From an optimization exercise on the open Yosys and OpenROAD flow, aimed at small area; shortcuts taken in it are not production practice.
No activity file was given, so power comes from the tool's default toggle rates.

==> build 68 <==
## fs_comp
module fs_comp (
    input  wire        clk,
    input  wire        rst,
    input  wire        start,
    input  wire        restart,
    input  wire [15:0] d_hold,
    input  wire [15:0] s,
    input  wire [15:0] p,
    input  wire [1:0]  form,
    input  wire [5:0]  eb,
    input  wire [5:0]  ea,
    input  wire [23:0] mb0,
    input  wire [23:0] mb1,
    input  wire [23:0] mb2,
    input  wire [23:0] mb3,
    input  wire [23:0] ma1,
    input  wire [23:0] ma2,
    input  wire [23:0] ma3,
    input  wire [15:0] drv_lo,
    input  wire [15:0] drv_hi,
    input  wire [15:0] fe_lim,
    input  wire [15:0] fe_time,
    output wire        ready,
    output reg         done,
    output wire [15:0] d,
    output wire [31:0] v,
    output reg         sat,
    output reg         fe_over,
    output reg         fe_fault,
    output reg  [15:0] fe_timer,
    output reg  [31:0] sat_cnt
);
==> flow/config.mk <==
export PLATFORM = sky130hd
export DESIGN_NAME = fs_comp
export DESIGN_NICKNAME = fs_comp
export VERILOG_FILES = /design/flow/design.v
export SDC_FILE = /design/flow/constraint.sdc
export NUM_CORES = 4
export LEC_CHECK = 0
export CAP_MARGIN = 20
export CORE_MARGIN = 2
export CORE_UTILIZATION = 60
export CTS_BUF_LIST = sky130_fd_sc_hd__clkbuf_8
export CTS_CLUSTER_DIAMETER = 70
export CTS_CLUSTER_SIZE = 16
export PLACE_DENSITY = 0.75
export SLEW_MARGIN = 20
==> flow/constraint.sdc <==
create_clock -name core_clock -period 15.0 [get_ports {clk}]
set_input_delay 3.0000 -clock core_clock [delete_from_list [all_inputs] [get_ports {clk}]]
set_output_delay 3.0000 -clock core_clock [all_outputs]
set_load 0.01 [all_outputs]
standard.sh (not shown) runs the stock make flow with config.mk's settings and CLKGATE_MAP_FILE= SYNTH_SCRIPT=/design/flow/synth_recipe.tcl, a recipe that flattens the netlist after the stock synthesis.
==> flow/flow/run.sh <==
#!/bin/bash
# Standard ORFS layout, but with the port buffers made from the smallest
# buffer cell instead of the default choice.
set -euo pipefail
bash standard.sh "BUFFER_PORTS_ARGS=-buffer_cell sky130_fd_sc_hd__buf_1" finish > orfs_make.log 2>&1
==> trial 79: changes against build 68 <==
==> flow/design.v (replaced) <==
module fs_comp (
    input  wire        clk,
    input  wire        rst,
    input  wire        start,
    input  wire        restart,
    input  wire [15:0] d_hold,
    input  wire [15:0] s,
    input  wire [15:0] p,
    input  wire [1:0]  form,
    input  wire [5:0]  eb,
    input  wire [5:0]  ea,
    input  wire [23:0] mb0,
    input  wire [23:0] mb1,
    input  wire [23:0] mb2,
    input  wire [23:0] mb3,
    input  wire [23:0] ma1,
    input  wire [23:0] ma2,
    input  wire [23:0] ma3,
    input  wire [15:0] drv_lo,
    input  wire [15:0] drv_hi,
    input  wire [15:0] fe_lim,
    input  wire [15:0] fe_time,
    output wire        ready,
    output reg         done,
    output wire [15:0] d,
    output wire [31:0] v,
    output reg         sat,
    output reg         fe_over,
    output reg         fe_fault,
    output reg  [15:0] fe_timer,
    output reg  [31:0] sat_cnt
);
    localparam [2:0] S_CLR = 3'd0, S_IDLE = 3'd1, S_AF = 3'd2, S_PARK = 3'd3,
                     S_BF = 3'd4, S_COMB = 3'd5, S_INT = 3'd6, S_INS = 3'd7;
    reg [2:0] state;
    reg [2:0] slot;
    reg [6:0] cnt;
    reg signed [7:0] ja, jb;
    reg [27:0] A;
    reg [31:0] vk;
    reg [16:0] e1, e2, e3;
    reg [31:0] v1, v2, v3;
    reg bor, rc, lt, gt, ovf, below;
    reg gtf, gef;                
    reg scc, scall, scfull;      
    reg tc, tall, tfull, tge;    
    assign ready = (state == S_IDLE);
    assign v     = v1;
    assign d     = {~A[27], A[26:12]};
    wire three = (form == 2'd2);
    wire signed [7:0] nb = 8'sd38 - $signed({2'b00, eb});
    wire signed [7:0] na = 8'sd46 - $signed({2'b00, ea});
    wire nb_pos = (nb > 8'sd0);
    wire na_pos = (na > 8'sd0);
    wire inB = (jb >= 8'sd0) && (jb <= 8'sd16);
    wire inA = (ja >= 8'sd0) && (ja <= 8'sd31);
    wire actB = ((state == S_BF) || (state == S_INT)) && inB;
    wire actA = ((state == S_AF) || (state == S_INT)) && inA;
    wire rnd  = ((state == S_AF) && (ja == na - 8'sd1)) ||
                ((state == S_BF) && (jb == nb - 8'sd1));
    reg [2:0] eff;
    always @* begin
        if (actB && slot <= 3'd3)
            eff = slot;
        else if (actA && slot <= 3'd6)
            eff = (slot < 3'd4) ? 3'd4 : slot;
        else
            eff = 3'd7;
    end
    wire more = (actB && eff <= 3'd2) || (actA && eff <= 3'd5) || (rnd && eff <= 3'd6);
    wire colst = (state == S_AF) || (state == S_PARK) || (state == S_BF) || (state == S_INT);
    wire cend = colst && !more;
    wire s_b = s[jb[3:0]];
    wire p_b = p[jb[3:0]];
    wire ekbit = jb[4] ? bor : (s_b ^ p_b ^ bor);
    wire [3:0] ridx = (ja >= 8'sd23) ? 4'd15 : (ja[3:0] ^ 4'd8);
    wire rraw = d_hold[ridx];
    wire rbit = (ja < 8'sd8) ? 1'b0 : (ja >= 8'sd23) ? ~rraw : rraw;
    wire vb1 = restart ? rbit : v1[0];
    wire vb2 = restart ? rbit : v2[0];
    wire vb3 = restart ? rbit : v3[0];
    wire       linv = (cnt >= 7'd23);
    wire [3:0] lidx = linv ? 4'd15 : (cnt[3:0] ^ 4'd8);
    wire lo_b = drv_lo[lidx] ^ linv;
    wire hi_b = drv_hi[lidx] ^ linv;
    reg [23:0] msel;
    reg        tbit;
    always @* begin
        case (eff)
            3'd0: begin msel = mb0; tbit = ekbit; end
            3'd1: begin msel = mb1; tbit = e1[0] & ~restart; end
            3'd2: begin msel = mb2; tbit = e2[0] & ~restart; end
            3'd3: begin msel = mb3; tbit = e3[0] & ~restart & three; end
            3'd4: begin msel = ma1; tbit = vb1; end
            3'd5: begin msel = ma2; tbit = vb2; end
            3'd6: begin msel = ma3; tbit = vb3 & three; end
            default: begin msel = 24'd0; tbit = 1'b0; end
        endcase
    end
    reg        neg;
    reg [27:0] opnd;
    always @* begin
        if (state == S_COMB) begin
            neg  = 1'b1;
            opnd = vk[27:0];
        end else begin
            if (eff <= 3'd3)
                neg = (jb == 8'sd16);
            else if (eff <= 3'd6)
                neg = (state == S_INT) ? (ja != 8'sd31) : (ja == 8'sd31);
            else
                neg = 1'b0;
            opnd = tbit ? {{4{msel[23]}}, msel} : 28'd0;
        end
    end
    wire        cin = neg | (rnd && eff == 3'd7);
    wire [27:0] sum = A + (opnd ^ {28{neg}}) + {27'd0, cin};
    wire        emit = sum[0];
    wire fl_b  = fe_lim[jb[3:0]];
    wire ft_b  = fe_time[lidx];
    wire tcur  = ~restart & fe_timer[0];
    wire tnb   = fe_over & ((~restart & tfull) | (tcur ^ tc));
    wire tge_n = (tnb ^ ft_b) ? tnb : tge;
    wire insd  = (state == S_INS) && (cnt >= 7'd8) && (cnt <= 7'd23);
    wire scb   = sat_cnt[0] ^ scc;
    wire vfin = sat ? ((cnt < 7'd8) ? 1'b0 : (below ? lo_b : hi_b)) : vk[0];
    wire ovf_n = ovf | (emit ^ vk[31]);
    wire q     = emit ^ rc;
    always @(posedge clk) begin
        if (state == S_CLR) begin
            e1 <= {1'b0, e1[16:1]}; e2 <= {1'b0, e2[16:1]}; e3 <= {1'b0, e3[16:1]};
            v1 <= {1'b0, v1[31:1]}; v2 <= {1'b0, v2[31:1]}; v3 <= {1'b0, v3[31:1]};
        end else begin
            if (cend && actB) begin
                e1 <= {ekbit, e1[16:1]};
                e2 <= {e1[0] & ~restart, e2[16:1]};
                e3 <= {e2[0] & ~restart, e3[16:1]};
            end
            if (cend && actA) begin
                v1 <= {1'b0, v1[31:1]};
                v2 <= {vb1, v2[31:1]};
                v3 <= {vb2, v3[31:1]};
            end
            if (state == S_INS)
                v1 <= {vfin, v1[31:1]};
        end
        if (state == S_CLR) begin
            sat_cnt  <= {1'b0, sat_cnt[31:1]};
            fe_timer <= {1'b0, fe_timer[15:1]};
        end
        if (state == S_INS) begin
            sat_cnt <= {scb, sat_cnt[31:1]};
            scc     <= sat_cnt[0] & scc;
            scall   <= scall & scb;
            if (cnt == 7'd31)
                scfull <= scall & scb;
            if (cnt == 7'd7)
                rc <= vfin;
            if (insd) begin
                rc       <= vfin & rc;
                fe_timer <= {tnb, fe_timer[15:1]};
                tc       <= tcur & tc;
                tall     <= tall & tnb;
                tge      <= tge_n;
                if (cnt == 7'd23) begin
                    tfull    <= tall & tnb;
                    fe_fault <= (~restart & fe_fault) | tge_n;
                end
            end
        end
        if (cend && actB) begin
            if (jb[4])
                fe_over <= ekbit ? gef : gtf;
            else if (ekbit ^ fl_b)
                gtf <= ekbit;
            else
                gef <= ~ekbit;
        end
        if ((state == S_PARK) || (state == S_INS) ||
            ((state == S_INT) && cend && cnt <= 7'd31))
            vk <= {emit, vk[31:1]};
        if ((state == S_IDLE && start) || (state == S_PARK && cnt == 7'd31))
            A <= 28'd0;
        else if (cend)
            A <= {sum[27], sum[27:1]};
        else if (insd)
            A <= {vfin ^ rc, A[27:1]};
        else
            A <= sum;
        slot <= (colst && more) ? eff + 3'd1 : 3'd0;
        if (cend && actB && !jb[4])
            bor <= (~s_b & p_b) | (~(s_b ^ p_b) & bor);
        if (rst) begin
            state    <= S_CLR;
            cnt      <= 7'd0;
            done     <= 1'b0;
            fe_fault <= 1'b0;
            scfull   <= 1'b0;
            tfull    <= 1'b0;
        end else begin
            done <= 1'b0;
            case (state)
                S_CLR: begin
                    cnt <= cnt + 7'd1;
                    if (cnt == 7'd31)
                        state <= S_IDLE;
                end
                S_IDLE: begin
                    ja  <= 8'sd0;
                    jb  <= 8'sd0;
                    bor <= 1'b0;
                    cnt <= 7'd0;
                    ovf <= 1'b0;
                    lt  <= 1'b0;
                    gt  <= 1'b0;
                    gtf <= 1'b0;
                    gef <= 1'b1;
                    if (start) begin
                        if (na_pos)
                            state <= S_AF;
                        else if (nb_pos)
                            state <= S_BF;
                        else begin
                            state <= S_INT;
                            ja <= na;
                            jb <= nb;
                        end
                    end
                end
                S_AF: if (cend) begin
                    if (ja == na - 8'sd1)
                        state <= S_PARK;
                    else
                        ja <= ja + 8'sd1;
                end
                S_PARK: begin
                    cnt <= cnt + 7'd1;
                    if (cnt == 7'd31) begin
                        cnt <= 7'd0;
                        state <= nb_pos ? S_BF : S_COMB;
                    end
                end
                S_BF: if (cend) begin
                    if (jb == nb - 8'sd1) begin
                        if (na_pos)
                            state <= S_COMB;
                        else begin
                            state <= S_INT;
                            ja <= na;
                            jb <= nb;
                        end
                    end else
                        jb <= jb + 8'sd1;
                end
                S_COMB: begin
                    state <= S_INT;
                    ja <= na;
                    jb <= nb;
                end
                S_INT: if (cend) begin
                    cnt <= cnt + 7'd1;
                    ja  <= ja + 8'sd1;
                    jb  <= jb + 8'sd1;
                    if (cnt == 7'd7)
                        rc <= emit;
                    else if (cnt >= 7'd8 && cnt <= 7'd32) begin
                        rc <= emit & rc;
                        if (cnt == 7'd32) begin
                            if (q ^ lo_b) lt <= q;
                            if (q ^ hi_b) gt <= hi_b;
                        end else begin
                            if (q ^ lo_b) lt <= lo_b;
                            if (q ^ hi_b) gt <= q;
                        end
                    end
                    if (cnt >= 7'd32)
                        ovf <= ovf_n;
                    if (cnt == 7'd79) begin
                        cnt   <= 7'd0;
                        state <= S_INS;
                        below <= ovf_n ? emit : lt;
                        sat   <= ovf_n ? 1'b1 : (lt | gt);
                        scc   <= (ovf_n | lt | gt) & ~scfull;
                        scall <= 1'b1;
                        tc    <= 1'b1;
                        tall  <= 1'b1;
                        tge   <= 1'b1;
                    end
                end
                S_INS: begin
                    cnt <= cnt + 7'd1;
                    if (cnt == 7'd31) begin
                        state    <= S_IDLE;
                        done     <= 1'b1;
                    end
                end
                default: state <= S_CLR;
            endcase
        end
    end
endmodule
- CTS_BUF_LIST: sky130_fd_sc_hd__clkbuf_8 -> sky130_fd_sc_hd__clkbuf_16
- CTS_CLUSTER_DIAMETER: 70 -> 100
- CTS_CLUSTER_SIZE: 16 -> 30
==> trial 63: changes against build 68 <==
--- a/flow/design.v
+++ b/flow/design.v
@@ -36,18 +36,16 @@
     reg [2:0] slot;
     reg [6:0] cnt;
     reg signed [6:0] ja, jb;
     reg [27:0] A;
     reg [31:0] vk;
     reg [16:0] e1, e2, e3;
     reg [31:0] v1, v2, v3;
     reg bor, rc, lt, gt, ovf, below;
-    reg ld;                      
-    reg ekq;                     
     reg gtf, gef;                
     reg scc, scall, scfull;      
     reg tc, tall, tfull, tge;    
     assign ready = (state == S_IDLE);
     assign v     = v1;
     assign d     = {~A[27], A[26:12]};
     wire three = (form == 2'd2);
     wire signed [6:0] nb = 7'sd38 - $signed({1'b0, eb});
@@ -73,32 +71,38 @@
             eff = 3'd7;
     end
     wire more = (actB && eff <= 3'd2) || (actA && eff <= 3'd5) || (rnd && eff <= 3'd6);
     wire colst = (state == S_AF) || (state == S_PARK) || (state == S_BF) || (state == S_INT);
     wire cend = colst && !more;
     wire s_b = s[jb[3:0]];
     wire p_b = p[jb[3:0]];
     wire ekbit = jb[4] ? bor : (s_b ^ p_b ^ bor);
+    wire       rhi  = (ja[4:0] >= 5'd23);
+    wire [3:0] ridx = rhi ? 4'd15 : (ja[3:0] ^ 4'd8);
+    wire rraw = d_hold[ridx];
+    wire rbit = (ja[4:3] == 2'b00) ? 1'b0 : (rraw ^ rhi);
+    wire vb1 = restart ? rbit : v1[0];
+    wire vb2 = restart ? rbit : v2[0];
+    wire vb3 = restart ? rbit : v3[0];
     wire       linv = (cnt >= 7'd23);
     wire [3:0] lidx = linv ? 4'd15 : (cnt[3:0] ^ 4'd8);
-    wire rbit = ld & (cnt >= 7'd8) & (d_hold[lidx] ^ linv);
     wire lo_b = drv_lo[lidx] ^ linv;
     wire hi_b = drv_hi[lidx] ^ linv;
     reg [23:0] msel;
     reg        tbit;
     always @* begin
         case (eff)
-            3'd0: begin msel = mb1; tbit = e1[0]; end
-            3'd1: begin msel = mb2; tbit = e2[0]; end
-            3'd2: begin msel = mb3; tbit = e3[0] & three; end
-            3'd3: begin msel = mb0; tbit = ekq; end
-            3'd4: begin msel = ma1; tbit = v1[0]; end
-            3'd5: begin msel = ma2; tbit = v2[0]; end
-            3'd6: begin msel = ma3; tbit = v3[0] & three; end
+            3'd0: begin msel = mb0; tbit = ekbit; end
+            3'd1: begin msel = mb1; tbit = e1[0] & ~restart; end
+            3'd2: begin msel = mb2; tbit = e2[0] & ~restart; end
+            3'd3: begin msel = mb3; tbit = e3[0] & ~restart & three; end
+            3'd4: begin msel = ma1; tbit = vb1; end
+            3'd5: begin msel = ma2; tbit = vb2; end
+            3'd6: begin msel = ma3; tbit = vb3 & three; end
             default: begin msel = 24'd0; tbit = 1'b0; end
         endcase
     end
     reg        neg;
     reg [27:0] opnd;
     always @* begin
         if (state == S_COMB) begin
             neg  = 1'b1;
@@ -115,53 +119,51 @@
     end
     wire        cin = neg | (rnd && eff == 3'd7);
     wire [27:0] addb = opnd ^ {28{neg}};
     wire [28:0] cy;
     wire [27:0] sum;
     assign cy[0] = cin;
     genvar gi;
     generate
-        for (gi = 0; gi < 16; gi = gi + 1) begin : g_add
+        for (gi = 0; gi < 28; gi = gi + 1) begin : g_add
             assign sum[gi]    = A[gi] ^ addb[gi] ^ cy[gi];
             assign cy[gi + 1] = (A[gi] & addb[gi]) | (cy[gi] & (A[gi] ^ addb[gi]));
         end
     endgenerate
-    assign sum[27:16] = A[27:16] + addb[27:16] + {11'd0, cy[16]};
     wire        emit = sum[0];
     wire fl_b  = fe_lim[jb[3:0]];
     wire ft_b  = fe_time[lidx];
     wire tcur  = ~restart & fe_timer[0];
     wire tnb   = fe_over & ((~restart & tfull) | (tcur ^ tc));
     wire tge_n = (tnb ^ ft_b) ? tnb : tge;
     wire insd  = (state == S_INS) && (cnt >= 7'd8) && (cnt <= 7'd23);
     wire scb   = sat_cnt[0] ^ scc;
     wire vfin = sat ? ((cnt < 7'd8) ? 1'b0 : (below ? lo_b : hi_b)) : vk[0];
     wire ovf_n = ovf | (emit ^ vk[31]);
     wire q     = emit ^ rc;
     always @(posedge clk) begin
         if (state == S_CLR) begin
             e1 <= {1'b0, e1[16:1]}; e2 <= {1'b0, e2[16:1]}; e3 <= {1'b0, e3[16:1]};
-            v1 <= {rbit, v1[31:1]}; v2 <= {rbit, v2[31:1]}; v3 <= {rbit, v3[31:1]};
+            v1 <= {1'b0, v1[31:1]}; v2 <= {1'b0, v2[31:1]}; v3 <= {1'b0, v3[31:1]};
         end else begin
             if (cend && actB) begin
                 e1 <= {ekbit, e1[16:1]};
-                e2 <= {e1[0], e2[16:1]};
-                e3 <= {e2[0], e3[16:1]};
+                e2 <= {e1[0] & ~restart, e2[16:1]};
+                e3 <= {e2[0] & ~restart, e3[16:1]};
             end
             if (cend && actA) begin
                 v1 <= {1'b0, v1[31:1]};
-                v2 <= {v1[0], v2[31:1]};
-                v3 <= {v2[0], v3[31:1]};
+                v2 <= {vb1, v2[31:1]};
+                v3 <= {vb2, v3[31:1]};
             end
             if (state == S_INS)
                 v1 <= {vfin, v1[31:1]};
         end
-        ekq <= ekbit;
-        if (state == S_CLR && !ld) begin
+        if (state == S_CLR) begin
             sat_cnt  <= {1'b0, sat_cnt[31:1]};
             fe_timer <= {1'b0, fe_timer[15:1]};
         end
         if (state == S_INS) begin
             sat_cnt <= {scb, sat_cnt[31:1]};
             scc     <= sat_cnt[0] & scc;
             scall   <= scall & scb;
             if (cnt == 7'd31)
@@ -199,58 +201,41 @@
             A <= {vfin ^ rc, A[27:1]};
         else
             A <= sum;
         slot <= (colst && more) ? eff + 3'd1 : 3'd0;
         if (cend && actB && !jb[4])
             bor <= (~s_b & p_b) | (~(s_b ^ p_b) & bor);
         if (rst) begin
             state    <= S_CLR;
-            ld       <= 1'b0;
             cnt      <= 7'd0;
             done     <= 1'b0;
             fe_fault <= 1'b0;
             scfull   <= 1'b0;
             tfull    <= 1'b0;
         end else begin
             done <= 1'b0;
             case (state)
                 S_CLR: begin
                     cnt <= cnt + 7'd1;
-                    if (cnt == 7'd31) begin
-                        cnt <= 7'd0;
-                        ld  <= 1'b0;
-                        if (!ld)
-                            state <= S_IDLE;
-                        else if (na_pos)
-                            state <= S_AF;
-                        else if (nb_pos)
-                            state <= S_BF;
-                        else begin
-                            state <= S_INT;
-                            ja <= na;
-                            jb <= nb;
-                        end
-                    end
+                    if (cnt == 7'd31)
+                        state <= S_IDLE;
                 end
                 S_IDLE: begin
                     ja  <= 7'sd0;
                     jb  <= 7'sd0;
                     bor <= 1'b0;
                     cnt <= 7'd0;
                     ovf <= 1'b0;
                     lt  <= 1'b0;
                     gt  <= 1'b0;
                     gtf <= 1'b0;
                     gef <= 1'b1;
                     if (start) begin
-                        if (restart) begin
-                            state <= S_CLR;
-                            ld    <= 1'b1;
-                        end else if (na_pos)
+                        if (na_pos)
                             state <= S_AF;
                         else if (nb_pos)
                             state <= S_BF;
                         else begin
                             state <= S_INT;
                             ja <= na;
                             jb <= nb;
                         end
- CTS_CLUSTER_DIAMETER: 70 -> 50
- CTS_CLUSTER_SIZE: 16 -> 12
==> summary.txt <==
Trial 63 ran to the end with violations: negative setup slack. Trial 79 ran to the end with no violations. Build 68 passed the timing, DRC and antenna checks. Total power, highest first: trial 63, build 68, trial 79. The highest critical path depth belongs to trial 63, the lowest to trial 79. Against trial 79, the maximum frequency of trial 63 is smaller by 45%. Sequential share of layout area: build 68 > trial 63 > trial 79. In build 68 the clock power is lower than in trial 79, by about 4%. The highest global-route usage belongs to trial 63, the lowest to build 68. Of trial 79 and build 68, trial 79 has the higher wire length (gap 6.4%, measured against build 68).
No run of this note included a check of the RTL's function; only the layout flow was run.

==> re-timing with driven ports <==
How much do the figures lean on ideal ports? The routed layouts below were timed once more, with nothing changed but the port constraints. Step 1: set_driving_cell puts a clkbuf_16 on clk and a buf_2 on each other input, an assumption about the parent block. Step 2, shift: input delay + t, output delay - t, t = (earliest + latest rising clock arrival at the registers) / 2. This alone moves slack from input paths to output paths. Three values: no drivers, after step 1, after step 2; two values: the first two.
| run | t, ns | setup WS [ns] | worst setup path at the end | worst slew at a driven data input, ns |
|---|---|---|---|---|
| build 68 | 0.600 | 2.379 / 2.379 / 2.366 | input to register | 0.06 |
| trial 79 | 0.551 | 6.630 / 6.655 / 6.103 | input to register | 0.05 |
| trial 63 | 0.572 | -0.334 / -0.311 / -0.883 | input to register | 0.14 |
The setup slack of trial 63, which loses most, moves by +0.023 ns with the drivers and by -0.549 ns with both steps.
